Background: an optimization exercise with open tools, aiming at small area, a short achievable clock period and few clock cycles per item. Do not read the settings as production practice. In this exercise RTL edits were held to simulation tests only and were not proved equivalent to the original.

// de_sha2_core
module de_sha2_core (
    input  wire         clk,
    input  wire         rst,           
    input  wire         in_valid,
    output wire         in_ready,
    input  wire [31:0]  in_data,
    input  wire         in_last,       
    input  wire         in_mode,       
    output wire         out_valid,
    input  wire         out_ready,
    output wire [255:0] out_digest
);
    reg  [31:0]  w [0:15];         
    reg  [31:0]  a, b, c, d, e, f, g, hh;
    reg  [31:0]  h0, h1, h2, h3, h4, h5, h6, h7;    
    reg  [1:0]   q;                
    reg          run;              
    reg  [5:0]   t;                
    reg  [31:0]  zs, zc;           
    wire [31:0]  kq;               
    reg          fin_pend;         
    reg          op_fin;           
    reg          op_ivl;           
    reg          ah_ready;         
    reg  [4:0]   wj;               
    reg  [3:0]   gap;              
    reg          open;             
    reg          nxt_first, nxt_last, nxt_mode;    
    reg          cur_first, cur_last, cur_mode;    
    reg          ov;               
    reg          dig_mode;         
    integer i;
    function [31:0] kfun;
        input [5:0] i;
        case (i)
  ...
For scale: about 3900 cells after synthesis, about 0.046 sq mm of cells after synthesis.
Settings: LEC_CHECK=0, CAP_MARGIN=20, CORE_MARGIN=2, CORE_UTILIZATION=60, CTS_BUF_LIST=sky130_fd_sc_hd__clkbuf_16, CTS_CLUSTER_DIAMETER=60, CTS_CLUSTER_SIZE=25, PLACE_DENSITY=0.72, SETUP_SLACK_MARGIN=5.0, SLEW_MARGIN=20; clock period 10.0 ns.
standard.sh (not shown) runs the stock make flow with config.mk's settings and CLKGATE_MAP_FILE= SYNTH_SCRIPT=/design/flow/synth_recipe.tcl, a recipe that flattens the netlist after the stock synthesis.
==> flow/flow/run.sh <==
#!/bin/bash
# Layout flow: the standard ORFS layout (standard.sh, unchanged synthesis,
# floorplan, power grid, placement, CTS and routing) with two settings passed
# to ORFS through its own environment variables:
#  - the port buffers that ORFS inserts on every input and output use
#    sky130_fd_sc_hd__buf_1 instead of the cell buffer_ports picks by default;
#  - clock tree synthesis runs with the same options as the standard flow
#    (sink clustering, clock net repair, clkbuf_16, clusters of at most 25
#    sinks within 60 um) but without dummy loads.
# Every tool's output goes to standard.log here; ORFS also keeps its per-step
# logs under orfs/logs.
set -euo pipefail
cd "$(dirname "$0")/.."
export BUFFER_PORTS_ARGS="-buffer_cell sky130_fd_sc_hd__buf_1"
export CTS_ARGS="-sink_clustering_enable -repair_clock_nets -sink_clustering_size 25 -sink_clustering_max_diameter 60 -buf_list sky130_fd_sc_hd__clkbuf_16 -dont_use_dummy_load"
bash standard.sh > standard.log 2>&1
Testbench counts at the start, summed over its fixed seeds: cycles 66,376, blocks 952.
==> next run, changes <==
==> flow/run.sh (new file) <==
#!/bin/bash
# synth_recipe.tcl (not shown) runs the flow's synth.tcl, then flattens the netlist and writes it again
# the make line also repeats each setting of config.mk as NAME=value (left out here)
make -C /OpenROAD-flow-scripts/flow DESIGN_CONFIG=/design/flow/config.mk WORK_HOME=/design/flow/orfs CLKGATE_MAP_FILE= SYNTH_SCRIPT=/design/flow/synth_recipe.tcl finish
- CTS_CLUSTER_DIAMETER: 60 -> 80
- CTS_CLUSTER_SIZE: 25 -> 30
removed: flow/flow/run.sh
removed: flow/standard.sh
Outcome:
- The new run produced a clean layout
- register-to-register slack gets better by 90 ps
- clock-buffer cell count goes down by 21
- cell area came out higher by 3.8%
- core utilization increases by 2.6 points
- flip-flop and latch count is unchanged
- routed wire length is higher by 3.8%
==> next run, changes <==
- ABC_AREA: unset -> 1
What happened: The new run produced a clean layout; critical path depth shrinks by 1; maximum frequency shrinks by 1.4%; cell count grows by 6.0%; non-clock buffer count shrinks by 41; flip-flop and latch count is unchanged.
==> next run, changes <==
==> flow/flow/run.sh (new file) <==
#!/bin/bash
# Layout flow: the standard ORFS layout (standard.sh, unchanged synthesis,
# floorplan, power grid, placement, CTS and routing) with two settings passed
# to ORFS through its own environment variables:
#  - the port buffers that ORFS inserts on every input and output use
#    sky130_fd_sc_hd__buf_1 instead of the cell buffer_ports picks by default;
#  - clock tree synthesis runs with the same options as the standard flow
#    (sink clustering, clock net repair, clkbuf_16, clusters of at most 25
#    sinks within 60 um) but without dummy loads.
# Every tool's output goes to standard.log here; ORFS also keeps its per-step
# logs under orfs/logs.
set -euo pipefail
cd "$(dirname "$0")/.."
export BUFFER_PORTS_ARGS="-buffer_cell sky130_fd_sc_hd__buf_1"
export CTS_ARGS="-sink_clustering_enable -repair_clock_nets -sink_clustering_size 25 -sink_clustering_max_diameter 60 -buf_list sky130_fd_sc_hd__clkbuf_16 -dont_use_dummy_load"
bash standard.sh > standard.log 2>&1
==> flow/standard.sh (new file) <==
#!/bin/bash
# synth_recipe.tcl (not shown) runs the flow's synth.tcl, then flattens the netlist and writes it again
# the make line also repeats each setting of config.mk as NAME=value (left out here)
make -C /OpenROAD-flow-scripts/flow DESIGN_CONFIG=/design/flow/config.mk WORK_HOME=/design/flow/orfs CLKGATE_MAP_FILE= SYNTH_SCRIPT=/design/flow/synth_recipe.tcl "${@:-finish}"
- ABC_AREA: 1 -> unset
- CORE_UTILIZATION: 60 -> 70
- CTS_CLUSTER_DIAMETER: 80 -> 60
- CTS_CLUSTER_SIZE: 30 -> 25
- PLACE_DENSITY: 0.72 -> 0.8
removed: flow/run.sh
After rerunning: The new run finished clean. Core utilization grows by 9.0 points. Non-clock buffer count grows by 46. Routed wire length shrinks by a few percent. Die area shrinks by about a fifth. Maximum frequency shrinks slightly.
==> next run, changes <==
--- a/flow/flow/run.sh
+++ b/flow/flow/run.sh
@@ -8,2 +8,2 @@
-#    (sink clustering, clock net repair, clkbuf_16, clusters of at most 25
-#    sinks within 60 um) but without dummy loads.
+#    (sink clustering, clock net repair, clkbuf_16, clusters of at most 30
+#    sinks within 75 um) but without dummy loads.
@@ -15 +15 @@
-export CTS_ARGS="-sink_clustering_enable -repair_clock_nets -sink_clustering_size 25 -sink_clustering_max_diameter 60 -buf_list sky130_fd_sc_hd__clkbuf_16 -dont_use_dummy_load"
+export CTS_ARGS="-sink_clustering_enable -repair_clock_nets -sink_clustering_size 30 -sink_clustering_max_diameter 75 -buf_list sky130_fd_sc_hd__clkbuf_16 -dont_use_dummy_load"
- ABC_AREA: unset -> 1
- CORE_UTILIZATION: 70 -> 60
- CTS_CLUSTER_DIAMETER: 60 -> 75
- CTS_CLUSTER_SIZE: 25 -> 30
- PLACE_DENSITY: 0.8 -> 0.72
What happened:
- sequential cell count stays the same
- routed wire length increases by 3.6%
- design area falls by 1.5%
- core utilization decreases by 12 points
- final cell count went up by 9.3%
- clock skew went up by 39 ps
- first-iteration DRC count drops by 27%

separate check: timing with driven ports:
No port has a modelled driver above. Below, the same layouts with a new extraction and two added sets of constraints.
Step 1, drivers: a clkbuf_16 drives clk and a buf_2 each remaining input, both assumed.
Step 2, shift: input delay + t, output delay - t, t = (earliest + latest rising clock arrival at the registers) / 2. This alone moves slack from input paths to output paths.
a / b / c = no drivers / after step 1 / after step 2; a / b = the first two.
run | t, ns | setup slack, ns | worst hold slack (ns) | worst register clock-pin slew, ns | cell pins on the clock port's net
the first run | 0.682 | 4.919 / 4.919 / 4.919 | 0.264 / 0.264 / 0.264 | 0.10 / 0.10 | 1
the second run | 0.740 | 5.007 / 5.007 / 4.881 | 0.314 / 0.314 / 0.314 | 0.12 / 0.12 | 1
the third run | 0.731 | 4.935 / 4.935 / 4.935 | 0.321 / 0.321 / 0.321 | 0.12 / 0.12 | 1
the fourth run | 0.679 | 4.865 / 4.865 / 4.865 | 0.281 / 0.281 / 0.281 | 0.10 / 0.10 | 1
the fifth run | 0.688 | 5.047 / 5.047 / 5.047 | 0.244 / 0.244 / 0.244 | 0.12 / 0.12 | 1
After both steps every run listed still meets setup and hold. The setup slack of the second run, which loses most, moves by 0.000 ns with the drivers and by -0.126 ns with both steps.
